This design comes from an exercise in tuning for small area and a short achievable clock period on the open sky130 flow, not from production work. In this exercise RTL edits were held to simulation tests only and were not proved equivalent to the original. Power is estimated from default activity; no workload was simulated.

// tt_fpu
module tt_fpu (
    input             clk,
    input             rst,
    input             in_valid,
    input      [3:0]  in_op,
    input      [2:0]  in_cond,
    input             in_pred,
    input      [31:0] in_a,
    input      [31:0] in_b,
    input      [31:0] in_d,
    output reg        out_valid,
    output reg [31:0] out_result,
    output reg [3:0]  out_flags
);
Size in the first run: about 5100 cells after synthesis, about 0.044 sq mm of cells after synthesis.
Settings: LEC_CHECK=0, ABC_CLOCK_PERIOD_IN_PS=20000, CAP_MARGIN=20, CORE_MARGIN=2, CORE_UTILIZATION=62, CTS_CLUSTER_DIAMETER=100, CTS_CLUSTER_SIZE=20, PLACE_DENSITY=0.7, SLEW_MARGIN=20; clock period 25.0 ns.
standard.sh (not shown) runs the stock make flow with config.mk's settings and CLKGATE_MAP_FILE= SYNTH_SCRIPT=/design/flow/synth_recipe.tcl, a recipe that flattens the netlist after the stock synthesis.
==> flow/flow/run.sh <==
#!/bin/bash
# Layout flow: the standard layout (standard synthesis, same settings),
# with two changes to how the layout is made:
#  - timing repair aims for a setup slack of SETUP_MARGIN ns at the design's
#    clock period, so the repair steps size up and buffer the critical paths
#    (the clock period and constraints are unchanged);
#  - the port buffers are sky130_fd_sc_hd__buf_2 cells instead of the
#    default choice (a delay buffer).
# Each tool's full output goes to standard.log in the work folder.
set -euo pipefail
SETUP_MARGIN=19.0
bash standard.sh "SETUP_SLACK_MARGIN=${SETUP_MARGIN}" \
    "BUFFER_PORTS_ARGS=-buffer_cell sky130_fd_sc_hd__buf_2" \
    finish > standard.log 2>&1
Edit:
--- a/flow/flow/run.sh
+++ b/flow/flow/run.sh
@@ -6,5 +6,7 @@
 #    (the clock period and constraints are unchanged);
 #  - the port buffers are sky130_fd_sc_hd__buf_2 cells instead of the
-#    default choice (a delay buffer).
+#    default choice (a delay buffer);
+#  - the buffers that synthesis (ABC) inserted are removed at floorplan, and
+#    the resizer buffers the nets that need it.
 # Each tool's full output goes to standard.log in the work folder.
 set -euo pipefail
@@ -12,3 +14,4 @@
 bash standard.sh "SETUP_SLACK_MARGIN=${SETUP_MARGIN}" \
     "BUFFER_PORTS_ARGS=-buffer_cell sky130_fd_sc_hd__buf_2" \
+    "REMOVE_ABC_BUFFERS=1" \
     finish > standard.log 2>&1
The new run completed with no timing, DRC or antenna violations.
Sequential power stays flat.
Worst hold slack is about the same.
Wire length decreases by 0.32%.
Count of clock-buffer cells in the layout goes down by 2.
Core utilization is lower by 0.34 points.
Total power went down by about 1.5%.
Via count goes down by 0.35%.

* * *

## the baseline
tt_fpu, a different RTL version from the one above (not shown whole).
Size in the first run: about 5500 cells after synthesis, roughly 140 I/O pins.
// tt_fpu
module tt_fpu (
    input             clk,
    input             rst,
    input             in_valid,
    input      [3:0]  in_op,
    input      [2:0]  in_cond,
    input             in_pred,
    input      [31:0] in_a,
    input      [31:0] in_b,
    input      [31:0] in_d,
    output reg        out_valid,
    output reg [31:0] out_result,
    output reg [3:0]  out_flags
);
clock: 25.0 ns
lec_check: 0
abc_clock_period_in_ps: 20000
cap_margin: 20
core_margin: 2
core_utilization: 55
place_density: 0.65
slew_margin: 20
==> flow/flow/run.sh <==
#!/bin/bash
# Layout flow: the standard layout (standard synthesis, same settings),
# with two changes to how the layout is made:
#  - timing repair aims for a setup slack of SETUP_MARGIN ns at the design's
#    clock period, so the repair steps size up and buffer the critical paths
#    (the clock period and constraints are unchanged);
#  - the port buffers are sky130_fd_sc_hd__buf_2 cells instead of the
#    default choice (a delay buffer).
# Each tool's full output goes to standard.log in the work folder.
set -euo pipefail
SETUP_MARGIN=19.6
bash standard.sh "SETUP_SLACK_MARGIN=${SETUP_MARGIN}" \
    "BUFFER_PORTS_ARGS=-buffer_cell sky130_fd_sc_hd__buf_2" \
    finish > standard.log 2>&1
The baseline | stages: all done | timing, DRC, antenna: all pass
Input-level comparison between the candidate and the baseline:
- setting SETUP_SLACK_MARGIN to 1.0 for the first time
==> flow/run.sh (new file) <==
#!/bin/bash
# synth_recipe.tcl (not shown) runs the flow's synth.tcl, then flattens the netlist and writes it again
# the make line also repeats each setting of config.mk as NAME=value (left out here)
make -C /OpenROAD-flow-scripts/flow DESIGN_CONFIG=/design/flow/config.mk WORK_HOME=/design/flow/orfs CLKGATE_MAP_FILE= SYNTH_SCRIPT=/design/flow/synth_recipe.tcl finish
removed: flow/flow/run.sh
removed: flow/standard.sh
==> comparison <==
[the candidate] proportion of power drawn by the clock network fell 0.4 points relative to the baseline
Taking the baseline as the reference point, the total clock buffers created by CTS of the candidate falls by 3.6%.
In the candidate the all-layer global routing usage turned out 2.3 points higher than in the baseline.
Sort the candidate and the baseline by final hold slack, ascending, and the baseline comes first.
The candidate vs the baseline — via count of the first global-routing pass rose 697.
Fmax: the candidate below the baseline
Time the final worst path needs with I/O delays and setup sits higher in the candidate than in the baseline.
The candidate against the baseline: multi-input logic area down about 1.1%; via-per-instance ratio grew by 0.44%.

## static timing again, ports no longer ideal
Ports are ideal in the flow. The routed layouts listed here were re-timed in OpenROAD.
Step 1, drivers: a clkbuf_16 drives clk and a buf_2 each remaining input, both assumed.
Step 2 also shifts input and output timing later by t, the mid clock arrival at the registers, as if the neighbouring blocks saw the same clock.
Slacks: ideal / step 1 / step 2; pairs: ideal / step 1.
| run | t, ns | slack for setup (ns) | worst register clock-pin slew, ns |
|---|---|---|---|
| the first run of note 1 | 0.690 | 18.934 / 18.859 / 18.576 | 0.10 / 0.10 |
| the second run of note 1 | 0.676 | 18.938 / 18.877 / 18.494 | 0.10 / 0.10 |
| the baseline | 0.701 | 18.924 / 18.858 / 18.776 | 0.07 / 0.07 |
| the candidate | 0.700 | 18.437 / 18.367 / 18.224 | 0.08 / 0.08 |
After both steps every run listed still meets setup and hold. The setup slack of the second run of note 1, which loses most, moves by -0.061 ns with the drivers and by -0.444 ns with both steps.
